This design comes from an exercise in tuning for small area, a short achievable clock period and few clock cycles on the open sky130 flow, not from production work.
RTL that was checked went through simulation tests only; none was proved equivalent to the original.

## cc_pi
module cc_pi (
    input  wire        clk,
    input  wire        rst,           
    input  wire        in_valid,
    output wire        in_ready,
    input  wire [31:0] in_e,
    input  wire [31:0] in_ff,
    input  wire [31:0] in_r,          
    input  wire [31:0] in_kp,
    input  wire [31:0] in_kit,
    input  wire [31:0] in_lo,
    input  wire [31:0] in_hi,
    input  wire [31:0] in_i0,
    output reg         out_valid,
    output wire [31:0] out_y,
    output wire [31:0] out_i,
    output reg         out_held
);
    function [31:0] flush(input [31:0] x);
        flush = (x[30:23] == 8'h00) ? {x[31], 31'd0} : x;
    endfunction
    function is_nan(input [31:0] x);
        is_nan = (x[30:23] == 8'hff) && (x[22:0] != 0);
    endfunction
    function is_fin(input [31:0] x);
        is_fin = (x[30:23] != 8'hff);
    endfunction
    function lt(input [31:0] a, input [31:0] b);
        if (is_nan(a) || is_nan(b))                  lt = 1'b0;
        else if (a[30:0] == 0 && b[30:0] == 0)       lt = 1'b0;
  ...
Size in the first run: about 6,900 cells after synthesis, about 460 flip-flops, roughly 330 I/O pins, ~0.048 mm2 of cells after synthesis.
==> module cc_pi, before the edit <==
module cc_pi (
    input  wire        clk,
    input  wire        rst,           
    input  wire        in_valid,
    output wire        in_ready,
    input  wire [31:0] in_e,
    input  wire [31:0] in_ff,
    input  wire [31:0] in_r,          
    input  wire [31:0] in_kp,
    input  wire [31:0] in_kit,
    input  wire [31:0] in_lo,
    input  wire [31:0] in_hi,
    input  wire [31:0] in_i0,
    output reg         out_valid,
    output wire [31:0] out_y,
    output wire [31:0] out_i,
    output reg         out_held
);
    function [31:0] flush(input [31:0] x);
        flush = (x[30:23] == 8'h00) ? {x[31], 31'd0} : x;
    endfunction
    function is_nan(input [31:0] x);
        is_nan = (x[30:23] == 8'hff) && (x[22:0] != 0);
    endfunction
    function is_fin(input [31:0] x);
        is_fin = (x[30:23] != 8'hff);
    endfunction
    function lt(input [31:0] a, input [31:0] b);
        if (is_nan(a) || is_nan(b))                  lt = 1'b0;
        else if (a[30:0] == 0 && b[30:0] == 0)       lt = 1'b0;
        else if (a[31] != b[31])                     lt = a[31];
        else if (!a[31])                             lt = a[30:0] < b[30:0];
        else                                         lt = a[30:0] > b[30:0];
    endfunction
    reg        rdy;
    reg [31:0] e, kp, ma, ff1, lo1, hi1, i01;
    reg        r1, n1;
    wire       acc_in = in_valid && rdy;
    wire       r_true = !in_r[31] && (in_r[30:23] >= 8'h7e) &&
                        !((in_r[30:23] == 8'hff) && (in_r[22:0] != 0));
    wire       nan_in = is_nan(in_e) || is_nan(in_ff);
    wire       short  = r_true || nan_in;
    always @(posedge clk) begin
        if (rdy) begin
            e   <= in_e;
            ff1 <= in_ff;
            lo1 <= in_lo;
            hi1 <= in_hi;
        end
        kp  <= in_kp;
        ma  <= vA ? kp : in_kit;
        i01 <= in_i0;
        r1  <= r_true;
        n1  <= nan_in;
    end
    reg  vA, vB, vC, vD;        
    reg  sA;                    
    reg  rD;                    
    reg  hD;                    
    reg  negD, posD, crossD;    
    reg  [31:0] m, acc, inew, st_i, y_r;
    reg  [31:0] lo2, hi2;
    wire [31:0] mr, ar;
    fp32_mul u_mul (.a(ma), .b(e), .y(mr));
    fp32_add u_add (.a(acc), .b(m), .y(ar));
    wire gt_hi = lt(hi2, ar);
    wire lt_lo = lt(ar, lo2);
    wire fin_n = is_fin(inew);
    wire live  = vD && !hD;
    wire tk_g  = rD || negD;                  
    wire tk_l  = rD || posD;                  
    wire upd_g = live && (fin_n || !tk_g);    
    wire upd_l = live && (fin_n || !tk_l);
    wire upd_e = live && fin_n;
    wire [31:0] hsel = (rD && crossD) ? lo2 : hi2;
    wire sy_h = gt_hi && upd_g;                        
    wire sy_l = !gt_hi && lt_lo && upd_l;              
    wire sy_u = !gt_hi && !lt_lo && upd_e;             
    wire keep = !(sy_h || sy_l || sy_u);               
    wire take = (sy_h && tk_g) || (sy_l && tk_l) || sy_u;    
    wire [31:0] y_nx = ({32{sy_h}} & hsel) | ({32{sy_l}} & lo2) |
                       ({32{sy_u}} & ar)   | ({32{keep}} & y_r);
    wire [31:0] i_nx = take ? inew : st_i;
    always @(posedge clk) begin
        if (rst) begin
            rdy       <= 1'b1;
            vA        <= 1'b0;
            sA        <= 1'b0;
            vB        <= 1'b0;
            vC        <= 1'b0;
            vD        <= 1'b0;
            st_i      <= 32'h00000000;
            y_r       <= 32'h00000000;
            out_valid <= 1'b0;
            out_held  <= 1'b0;
        end else begin
            rdy <= !(acc_in && !short) && !vA;
            vA  <= acc_in && !short;
            sA  <= acc_in && short;
            vB  <= vA;
            vC  <= vB;
            vD  <= vC || sA;
            out_valid <= vD;
            out_held  <= keep;
            st_i      <= i_nx;
            y_r       <= y_nx;
        end
    end
    wire ld_d = vC || sA;
    always @(posedge clk) begin
        m      <= ld_d ? flush(ff1) : mr;
        acc    <= (vA && take) ? inew : (vA ? st_i : (sA ? flush(i01) : ar));
        inew   <= sA ? flush(i01) : acc;
        rD     <= sA && r1;
        hD     <= sA && !r1;
        negD   <= e[31] && (e[30:23] != 8'h00);
        posD   <= !e[31] && (e[30:23] != 8'h00);
        crossD <= lt(flush(hi1), flush(lo1));
        lo2    <= flush(lo1);
        hi2    <= flush(hi1);
    end
    assign in_ready = rdy;
    assign out_y    = y_r;
    assign out_i    = st_i;
endmodule
Settings: LEC_CHECK=0, ABC_AREA=1, CAP_MARGIN=20, CORE_MARGIN=2, CORE_UTILIZATION=40, SLEW_MARGIN=20, TNS_END_PERCENT=0; clock period 30.0 ns.
standard.sh (not shown) runs the stock make flow with config.mk's settings and CLKGATE_MAP_FILE= SYNTH_SCRIPT=/design/flow/synth_recipe.tcl, a recipe that flattens the netlist after the stock synthesis.
==> flow/flow/run.sh <==
#!/bin/bash
# Standard layout (the standard.sh, unchanged synthesis and steps), with
# repair_timing asked to aim for a larger setup slack than the clock needs,
# so that it shortens the critical paths. Constraints are the design's.
set -euo pipefail
MARGIN=${MARGIN:-$(cat flow/margin.txt)}
bash standard.sh finish SETUP_SLACK_MARGIN=$MARGIN > flow_make.log 2>&1
==> flow/flow/margin.txt <==
20
Change:
--- a/flow/design.v
+++ b/flow/design.v
@@ -893,20 +893,20 @@
     wire tk_g  = rD || negD;                  
     wire tk_l  = rD || posD;                  
     wire upd_g = live && (fin_n || !tk_g);    
     wire upd_l = live && (fin_n || !tk_l);
     wire upd_e = live && fin_n;
     wire [31:0] hsel = (rD && crossD) ? lo2 : hi2;
-    wire sy_h = gt_hi && upd_g;                        
-    wire sy_l = !gt_hi && lt_lo && upd_l;              
-    wire sy_u = !gt_hi && !lt_lo && upd_e;             
-    wire keep = !(sy_h || sy_l || sy_u);               
-    wire take = (sy_h && tk_g) || (sy_l && tk_l) || sy_u;    
-    wire [31:0] y_nx = ({32{sy_h}} & hsel) | ({32{sy_l}} & lo2) |
-                       ({32{sy_u}} & ar)   | ({32{keep}} & y_r);
-    wire [31:0] i_nx = take ? inew : st_i;
+    wire [31:0] y_g  = upd_g ? hsel : y_r;
+    wire [31:0] y_l  = upd_l ? lo2 : y_r;
+    wire [31:0] i_g  = (upd_g && tk_g) ? inew : st_i;
+    wire [31:0] i_l  = (upd_l && tk_l) ? inew : st_i;
+    wire [31:0] i_e  = upd_e ? inew : st_i;
+    wire [31:0] y_nx = gt_hi ? y_g : (lt_lo ? y_l : (upd_e ? ar : y_r));
+    wire [31:0] i_nx = gt_hi ? i_g : (lt_lo ? i_l : i_e);
+    wire        keep = gt_hi ? !upd_g : (lt_lo ? !upd_l : !upd_e);
     always @(posedge clk) begin
         if (rst) begin
             rdy       <= 1'b1;
             vA        <= 1'b0;
             sA        <= 1'b0;
             vB        <= 1'b0;
@@ -929,13 +929,13 @@
             y_r       <= y_nx;
         end
     end
     wire ld_d = vC || sA;
     always @(posedge clk) begin
         m      <= ld_d ? flush(ff1) : mr;
-        acc    <= (vA && take) ? inew : (vA ? st_i : (sA ? flush(i01) : ar));
+        acc    <= vA ? i_nx : (sA ? flush(i01) : ar);
         inew   <= sA ? flush(i01) : acc;
         rD     <= sA && r1;
         hD     <= sA && !r1;
         negD   <= e[31] && (e[30:23] != 8'h00);
         posD   <= !e[31] && (e[30:23] != 8'h00);
         crossD <= lt(flush(hi1), flush(lo1));
The changed run completed with no timing, DRC or antenna violations.
Sequential cell count does not change.
Count of clock-buffer cells in the layout falls by 10.
Utilization falls by 2.1 points.
Design area falls by a few percent.
Routed wire length rises slightly.
Fmax falls slightly.
Synthesized cell count rises by a few percent.
Register-to-register slack gets worse by 0.05 ns.
Clock skew falls by 0.027 ns.
Testbench counts after the change, summed over its fixed seeds: cycles 9,352.
Function not checked in the first run of this note: the RTL went through the layout flow alone.

---

run A:
cc_pi, a different RTL version from the one above (not shown whole).
For scale: roughly 6900 cells after synthesis, about 460 flip-flops, ~48000 um^2 of cells after synthesis.
==> module cc_pi, before the edit <==
module cc_pi (
    input  wire        clk,
    input  wire        rst,           
    input  wire        in_valid,
    output wire        in_ready,
    input  wire [31:0] in_e,
    input  wire [31:0] in_ff,
    input  wire [31:0] in_r,          
    input  wire [31:0] in_kp,
    input  wire [31:0] in_kit,
    input  wire [31:0] in_lo,
    input  wire [31:0] in_hi,
    input  wire [31:0] in_i0,
    output reg         out_valid,
    output wire [31:0] out_y,
    output wire [31:0] out_i,
    output reg         out_held
);
    function [31:0] flush(input [31:0] x);
        flush = (x[30:23] == 8'h00) ? {x[31], 31'd0} : x;
    endfunction
    function is_nan(input [31:0] x);
        is_nan = (x[30:23] == 8'hff) && (x[22:0] != 0);
    endfunction
    function is_fin(input [31:0] x);
        is_fin = (x[30:23] != 8'hff);
    endfunction
    function lt(input [31:0] a, input [31:0] b);
        if (is_nan(a) || is_nan(b))                  lt = 1'b0;
        else if (a[30:0] == 0 && b[30:0] == 0)       lt = 1'b0;
        else if (a[31] != b[31])                     lt = a[31];
        else if (!a[31])                             lt = a[30:0] < b[30:0];
        else                                         lt = a[30:0] > b[30:0];
    endfunction
    reg        rdy;
    reg [31:0] e, kp, kit, ff1, lo1, hi1, i01;
    reg        r1, n1;
    wire       acc_in = in_valid && rdy;
    wire       r_true = !in_r[31] && (in_r[30:23] >= 8'h7e) &&
                        !((in_r[30:23] == 8'hff) && (in_r[22:0] != 0));
    wire       nan_in = is_nan(in_e) || is_nan(in_ff);
    wire       short  = r_true || nan_in;
    always @(posedge clk) begin
        if (rdy) begin
            e   <= in_e;
            kp  <= in_kp;
            ff1 <= in_ff;
            lo1 <= in_lo;
            hi1 <= in_hi;
        end
        kit <= in_kit;
        i01 <= in_i0;
        r1  <= r_true;
        n1  <= nan_in;
    end
    reg  vA, vB, vC, vD;        
    reg  sA;                    
    reg  rD;                    
    reg  hD;                    
    reg  negD, posD, crossD;    
    reg  [31:0] m, acc, inew, st_i, y_r;
    reg  [31:0] lo2, hi2;
    wire [31:0] mr, ar;
    fp32_mul u_mul (.a(vA ? kit : kp), .b(e), .y(mr));
    wire        x_st = vB;
    wire [31:0] ax   = x_st ? st_i : acc;
    fp32_add u_add (.a(ax), .b(m), .y(ar));
    wire gt_hi = lt(hi2, ar);
    wire lt_lo = lt(ar, lo2);
    wire fin_n = is_fin(inew);
    wire live  = vD && !hD;
    wire tk_g  = rD || negD;                  
    wire tk_l  = rD || posD;                  
    wire upd_g = live && (fin_n || !tk_g);    
    wire upd_l = live && (fin_n || !tk_l);
    wire upd_e = live && fin_n;
    wire [31:0] hsel = (rD && crossD) ? lo2 : hi2;
    wire [31:0] y_g  = upd_g ? hsel : y_r;
    wire [31:0] y_l  = upd_l ? lo2 : y_r;
    wire [31:0] i_g  = (upd_g && tk_g) ? inew : st_i;
    wire [31:0] i_l  = (upd_l && tk_l) ? inew : st_i;
    wire [31:0] i_e  = upd_e ? inew : st_i;
    wire [31:0] y_nx = gt_hi ? y_g : (lt_lo ? y_l : (upd_e ? ar : y_r));
    wire [31:0] i_nx = gt_hi ? i_g : (lt_lo ? i_l : i_e);
    wire        keep = gt_hi ? !upd_g : (lt_lo ? !upd_l : !upd_e);
    always @(posedge clk) begin
        if (rst) begin
            rdy       <= 1'b1;
            vA        <= 1'b0;
            sA        <= 1'b0;
            vB        <= 1'b0;
            vC        <= 1'b0;
            vD        <= 1'b0;
            st_i      <= 32'h00000000;
            y_r       <= 32'h00000000;
            out_valid <= 1'b0;
            out_held  <= 1'b0;
        end else begin
            rdy <= !(acc_in && !short) && !vA;
            vA  <= acc_in && !short;
            sA  <= acc_in && short;
            vB  <= vA;
            vC  <= vB;
            vD  <= vC || sA;
            out_valid <= vD;
            out_held  <= keep;
            st_i      <= i_nx;
            y_r       <= y_nx;
        end
    end
    wire ld_d = vC || sA;
    always @(posedge clk) begin
        m      <= ld_d ? flush(ff1) : mr;
        acc    <= sA ? flush(i01) : ar;
        inew   <= sA ? flush(i01) : acc;
        rD     <= sA && r1;
        hD     <= sA && !r1;
        negD   <= e[31] && (e[30:23] != 8'h00);
        posD   <= !e[31] && (e[30:23] != 8'h00);
        crossD <= lt(flush(hi1), flush(lo1));
        lo2    <= flush(lo1);
        hi2    <= flush(hi1);
    end
    assign in_ready = rdy;
    assign out_y    = y_r;
    assign out_i    = st_i;
endmodule
export LEC_CHECK = 0
export ABC_AREA = 1
export CAP_MARGIN = 20
export CORE_MARGIN = 2
export CORE_UTILIZATION = 40
export SLEW_MARGIN = 20
create_clock -name core_clock -period 30.0 [get_ports {clk}]
==> flow/flow/margin.txt <==
16
Scripts as last shown in full above: flow/flow/run.sh
Run A has completed all stages; timing, DRC and antenna checks passed.
For run B, these inputs were changed with respect to run A:
diff --git a/flow/design.v b/flow/design.v
--- a/flow/design.v
+++ b/flow/design.v
@@ -840,14 +840,14 @@
         if (rdy) begin
             e   <= in_e;
             kp  <= in_kp;
+            kit <= in_kit;
             ff1 <= in_ff;
             lo1 <= in_lo;
             hi1 <= in_hi;
+            i01 <= in_i0;
+            r1  <= r_true;
+            n1  <= nan_in;
         end
-        kit <= in_kit;
-        i01 <= in_i0;
-        r1  <= r_true;
-        n1  <= nan_in;
     end
     reg  vA, vB, vC, vD;        
     reg  sA;                    
@@ -857,7 +857,7 @@
     reg  [31:0] m, acc, inew, st_i, y_r;
     reg  [31:0] lo2, hi2;
     wire [31:0] mr, ar;
-    fp32_mul u_mul (.a(vA ? kit : kp), .b(e), .y(mr));
+    fp32_mul u_mul (.a(flush(vA ? kit : kp)), .b(flush(e)), .y(mr));
     wire        x_st = vB;
     wire [31:0] ax   = x_st ? st_i : acc;
     fp32_add u_add (.a(ax), .b(m), .y(ar));
@@ -904,18 +904,30 @@
             y_r       <= y_nx;
         end
     end
-    wire ld_d = vC || sA;
     always @(posedge clk) begin
-        m      <= ld_d ? flush(ff1) : mr;
-        acc    <= sA ? flush(i01) : ar;
-        inew   <= sA ? flush(i01) : acc;
-        rD     <= sA && r1;
-        hD     <= sA && !r1;
-        negD   <= e[31] && (e[30:23] != 8'h00);
-        posD   <= !e[31] && (e[30:23] != 8'h00);
-        crossD <= lt(flush(hi1), flush(lo1));
-        lo2    <= flush(lo1);
-        hi2    <= flush(hi1);
+        if (vA)
+            m <= mr;
+        if (vB) begin
+            m    <= mr;
+            acc  <= ar;
+            inew <= ar;
+        end
+        if (vC || sA) begin
+            rD     <= sA && r1;
+            hD     <= sA && !r1;
+            negD   <= e[31] && (e[30:23] != 8'h00);
+            posD   <= !e[31] && (e[30:23] != 8'h00);
+            crossD <= lt(flush(hi1), flush(lo1));
+            lo2    <= flush(lo1);
+            hi2    <= flush(hi1);
+            m      <= flush(ff1);
+        end
+        if (vC)
+            acc <= ar;
+        if (sA) begin
+            acc  <= flush(i01);
+            inew <= flush(i01);
+        end
     end
     assign in_ready = rdy;
     assign out_y    = y_r;
==> summary.txt <==
Run B vs. run A: net count after synthesis went down by about 1.2%.
Per the comparison of run B with run A, routability congestion estimate down about 3.4%; vias after detailed routing flat; number of clock buffers in the layout down about 6%.
No run of this note included a check of the RTL's function; only the layout flow was run.

==> static timing again, ports no longer ideal <==
Ports are ideal in the flow. The routed layouts listed here were re-timed in OpenROAD.
Step 1: set_driving_cell puts a clkbuf_16 on clk and a buf_2 on each other input, an assumption about the parent block.
Step 2 times the ports against the registers' clock, not the clock port: input delays grow and output delays shrink by t, the midpoint of the rising clock arrivals with the driver on.
Slacks: ideal / step 1 / step 2; pairs: ideal / step 1.
run	t (ns)	setup slack, ns	worst register clock-pin slew, ns	worst data-port slew with drivers (ns)	pins driven straight from the clock port
the first run of note 1	0.732	19.726 / 19.726 / 19.726	0.07 / 0.07	0.13	1
the second run of note 1	0.736	19.676 / 19.676 / 19.676	0.07 / 0.07	0.14	1
run A	0.724	16.652 / 16.652 / 16.652	0.08 / 0.08	0.11	1
run B	0.689	16.681 / 16.681 / 16.681	0.09 / 0.09	0.12	1
After both steps every run listed still meets setup and hold.
